This is an optimization exercise on Yosys and OpenROAD, whose aim is small area, not a production implementation. The RTL was checked by simulation tests, not by an equivalence proof against the original design. No activity file was given, so power comes from the tool's default toggle rates.

## flow/design.v (module list and top-level ports; edited modules follow where they fit)
// module word_codec: 1419 lines
module word_codec (
    input              clk,
    input              rst,
    input              enc_valid,
    input              enc_dram,
    input              enc_poison,
    input      [127:0] enc_data,
    input      [23:0]  enc_addr,
    input      [17:0]  enc_row,
    output reg         enc_out_valid,
    output reg [15:0]  enc_check,
    input              dec_valid,
    input              dec_dram,
    input      [127:0] dec_data,
    input      [15:0]  dec_check,
    input      [23:0]  dec_addr,
    input      [17:0]  dec_row,
    output reg         dec_out_valid,
    output reg [127:0] dec_out_data,
    output reg [8:0]   dec_out_check,
    output reg [2:0]   dec_class,
    output reg         dec_hash_err,
    output reg         dec_ce,
    output reg         dec_ue
);
  // ...
==> flow/flow/run.sh <==
#!/bin/bash
# Standard layout, with every port buffered by the smallest buffer cell.
set -euo pipefail
echo 'export BUFFER_PORTS_ARGS = -buffer_cell sky130_fd_sc_hd__buf_1' >> config.mk
bash standard.sh > standard.log 2>&1
==> flow/standard.sh <==
#!/bin/bash
# synth_recipe.tcl (not shown) runs the flow's synth.tcl, then flattens the netlist and writes it again
# the make line also repeats each setting of config.mk as NAME=value (left out here)
make -C /OpenROAD-flow-scripts/flow DESIGN_CONFIG=/design/flow/config.mk WORK_HOME=/design/flow/orfs CLKGATE_MAP_FILE= SYNTH_SCRIPT=/design/flow/synth_recipe.tcl "${@:-finish}"
==> flow/config.mk <==
export PLATFORM = sky130hd
export DESIGN_NAME = word_codec
export DESIGN_NICKNAME = word_codec
export VERILOG_FILES = /design/flow/design.v
export SDC_FILE = /design/flow/constraint.sdc
export NUM_CORES = 4
export LEC_CHECK = 0
export CAP_MARGIN = 20
export CORE_MARGIN = 2
export CORE_UTILIZATION = 40
export SLEW_MARGIN = 20
export BUFFER_PORTS_ARGS = -buffer_cell sky130_fd_sc_hd__buf_1
==> flow/constraint.sdc <==
create_clock -name core_clock -period 10.0 [get_ports {clk}]
set_input_delay 2.0000 -clock core_clock [delete_from_list [all_inputs] [get_ports {clk}]]
set_output_delay 2.0000 -clock core_clock [all_outputs]
set_load 0.01 [all_outputs]
==> impl_metrics.toml, run 1 <==
[status]
status = "timing/DRC/antenna clean"

[min_path]
hold_start = "rst"

[finish]
seq_area_sq_um = 3220
largest_register_ffs = 128
clockBufferCount = 18
fillers = 3192

[timing]
fin_tns_setup_ps = 0
setup_ws_ps = 3750
setup_violations = 0

[pwr]
leakage_nw = 5.56

[setup_path]
path_depth = 13
crit_chain = "buf_1 > xnor2_1 > xnor2_1 > xnor3_1 > xnor2_1 > xor2_2 > xnor2_1 > nand3_1 > o2111ai_1 > a21oi_1 > o41ai_2 > or2_1 > o21ba_1"

[clock_network]
post_cts_buffers = 0
cts_tree = "built"
cts_root_buffer = "clkbuf_16"
post_cts_resized = 0

[routing]
highest_layer = "met5"
wl_um = 49600
met1_length_um = 21500
via_count = 10774
drcViolationCount = 0

[place]
placed_area_sq_um = 15000

[grt]
grt.overflow.total = 0

[yosys]
yosys_warnings = 1
yosysTopAreaCellShare_pct = 38.6

[die]
coreArea_sq_um = 31300
==> run 2, diff against run 1 <==
--- a/flow/config.mk
+++ b/flow/config.mk
@@ -8,5 +8,6 @@
 export CAP_MARGIN = 20
 export CORE_MARGIN = 2
 export CORE_UTILIZATION = 40
+export CTS_BUF_LIST = sky130_fd_sc_hd__clkbuf_8
 export SLEW_MARGIN = 20
 export BUFFER_PORTS_ARGS = -buffer_cell sky130_fd_sc_hd__buf_1
==> impl_metrics.toml, run 2 <==
[routing]
routed_via_density = 4.74
wl_um = 49800
via_count = 10774
ant_nets = 0
drcViolationCount = 0
drtIter0Drc = 598
dr.pass1.iters = 5
wl_per_cell_um = 21.9

[die]
die_h_um = 182
row_count = 65
coreArea_sq_um = 31300
pin_count = 524
initial_core_util_pct = 40.3
die-area_sq_um = 33000
die_x_um = 182

[finish]
drive_gt1_share_pct = 2.67
fillers = 3210
largest_register_ffs = 128
nets = 2226
syn_to_final_growth_pct = 22.0
top_regs = "dec_out_data: 128 flops, enc_check: 16 flops, dec_out_check: 9 flops"
regMostFlops = "dec_out_data"
final_common_cell = "xnor2_1"
final_util_pct = 49.1
layout_common_cells = "xnor2_1, buf_1, xor2_1"

[timing]
rsz0062_at_grt = "no"
fin_tns_setup_ps = 0
slew_headroom_pct = 35.5
layout_min_cycle_time_ps = 6170
hold_viol_final = 0
tightest_slew_ps = 964
fin_crit_sh_pct = 61.7
max_freq_ghz = 0.162
setup_violations = 0
final_max_slew_viol_count = 0

[yosys]
yosysTopAreaCellShare_pct = 38.6
synth_area_leaders = "xnor2_1, dfxtp_1, xor2_1"
synthCells = 1331
syn-num-nets = 1700
synthFlopType = "dfxtp_1"
synth_edf_count = 0
yosysTopAreaCell = "xnor2_1"
yosysSeqAreaShare_pct = 25.6
yosys_warnings = 1
yosysMostFrequentCell = "xnor2_1"
ys_top_cells_by_count = "xnor2_1, xor2_1, nor2_1"
synth_async_sr_flop_share_pct = 0
syn_avg_cell_area_sq_um = 9.48
yosys_register_bits = 161
synth.distinct_cells = 46
syn_area_sq_um = 12600

[setup_path]
required_ps = 10420
cp-start-kind = "input pin"
cp.arrival_ps = 6580
timing.critical_path.from = "dec_data[2]"
crit_chain = "buf_1 > xnor2_1 > xnor2_1 > xnor3_1 > xnor2_1 > xor2_2 > xnor2_1 > nand3_1 > o2111ai_1 > a21oi_1 > o41ai_2 > or2_1 > o21ba_1"
path_max_fanout = 11
cp_slowest_cell = "nand3_1"
critical_path_class = "input pin to flop"
crit_path_max_incr_delay_ps = 790
cp_common_cell = "xnor2_1"
cp-end-kind = "flop"

[clock_network]
clock-sinks = 161
clockBufferDepth = 2
cts_buffers = 17
cts_tree = "built"
path_clk_slew_ps = 100
post_cts_resized = 0
post_cts_buffers = 0
htree_levels = 4
cts_root_buffer = "clkbuf_8"
ctsHoldBuffers = 0

[min_path]
hold_start = "rst"
hold_class = "input pin to flop"

[status]
status = "timing/DRC/antenna clean"

[job]
max_cap_viol_count = 0

[grt]
grt.overflow.total = 0
gr-usage-all-layers_pct = 29.4
grt_pass1_wl_um = 69600
grt_pass1_vias = 10901
antenna_found_initial = 4
grt_max_degree = 31

[place]
gp_congestion = 0.979
dp_hpwl_um = 42800
io_buffers = 523

[pwr]
leakage_nw = 5.48
power_density_nw_per_um2 = 463
peakVddDrop_v = 0.000513
## run 2: kinds of logic (layout without fill, tap and decap cells)
kind of cell               count (synthesis)  count (layout)  synth area share [%]
and+or+nand+nor                          271             271                  9.39
muxes                                      3               3                 0.248
adders and majority gates                  6               6                 0.595
DFF                                      161             161                  25.6
AOI/OAI and AO/OA                         35              35                  2.25
other                                      0               3                     0
xor gates and xnor gates                 827             827                  61.0
buffers and inverters                     28             567                 0.932
## run 2: area by class of cell
| class | count | area (sq um) | share of cell area (%) |
|---|---|---|---|
| Timing Repair Buffer | 527 | 1990 | 13.0 |
| Antenna cell | 3 | 7.51 | 0.0488 |
| Clock buffer | 17 | 234 | 1.52 |
| Clock inverter | 15 | 125 | 0.813 |
| Inverter | 8 | 30.0 | 0.195 |
| Sequential cell | 161 | 3220 | 20.9 |
| Tap cell | 402 | 503 | 3.27 |
| Multi-Input combinational cell | 1142 | 9270 | 60.3 |
## run 2: report_power, final
part	switching, mW	internal [mW]
Combinational	3.79	1.99
Clock	0.296	0.179
Sequential	0.0438	0.814
Total	4.13	2.99
## run 2: critical path: cells and delay by family
family | cells | cell delay (ps)
and+or+nand+nor | 2 | 990
xor gates and xnor gates | 6 | 2080
buffers and inverters | 1 | 340
AOI/OAI and AO/OA | 4 | 1170
## run 2: final timing paths
check / endpoint / cells past startpoint / slack, ps
setup / recovery: dec_ce$_DFF_P_ / 13 / 3830
hold / removal: enc_out_valid$_DFF_P_ / 2 / 1670
## run 2: through the flow
step                cell area [sq um]  setup slack (ps)  hold WS, ps  cells  total power, mW
global placement                15000              3380         2180   2240             6.62
CTS                             15400              3880         1640   2272             7.05
global route                    15400              3650         1660   2275             7.61
finish                          15400              3830         1670   2275             7.12
floorplan                       12600              4700         2070   1331             4.90
detailed placement              15000              3340         2200   2240             6.55
## run 2: metal layers
layer | global-route usage (%) | vias to the layer above | part of all wire (%)
met1 | 38.0 | 5031 | 43
met2 | 48.9 | 512 | 47
li1 | - | 5167 | -
met3 | 6.58 | 62 | 7.1
met5 | 0 | - | 0.024
met4 | 9.20 | 2 | 2.5

## port drivers added, routing unchanged
In the flow no input, the clock included, has a driving cell. The finished layouts below were timed again as built, in two steps.
Step 1, drivers: a clkbuf_16 drives clk and a buf_2 each remaining input, both assumed.
Step 2 times the ports against the registers' clock, not the clock port: input delays grow and output delays shrink by t, the midpoint of the rising clock arrivals with the driver on.
Three values: no drivers, after step 1, after step 2; two values: the first two.
run | t, ns | slack for setup (ns) | worst setup path after step 2 | latest minus earliest clock arrival (ns)
run 1 | 0.496 | 3.750 / 3.729 / 3.232 | input to register | 0.015 / 0.015
run 2 | 0.551 | 3.834 / 3.801 / 3.250 | input to register | 0.026 / 0.026
After both steps setup and hold are still met in every run listed. The setup slack of run 2, which loses most, moves by -0.033 ns with the drivers and by -0.584 ns with both steps.
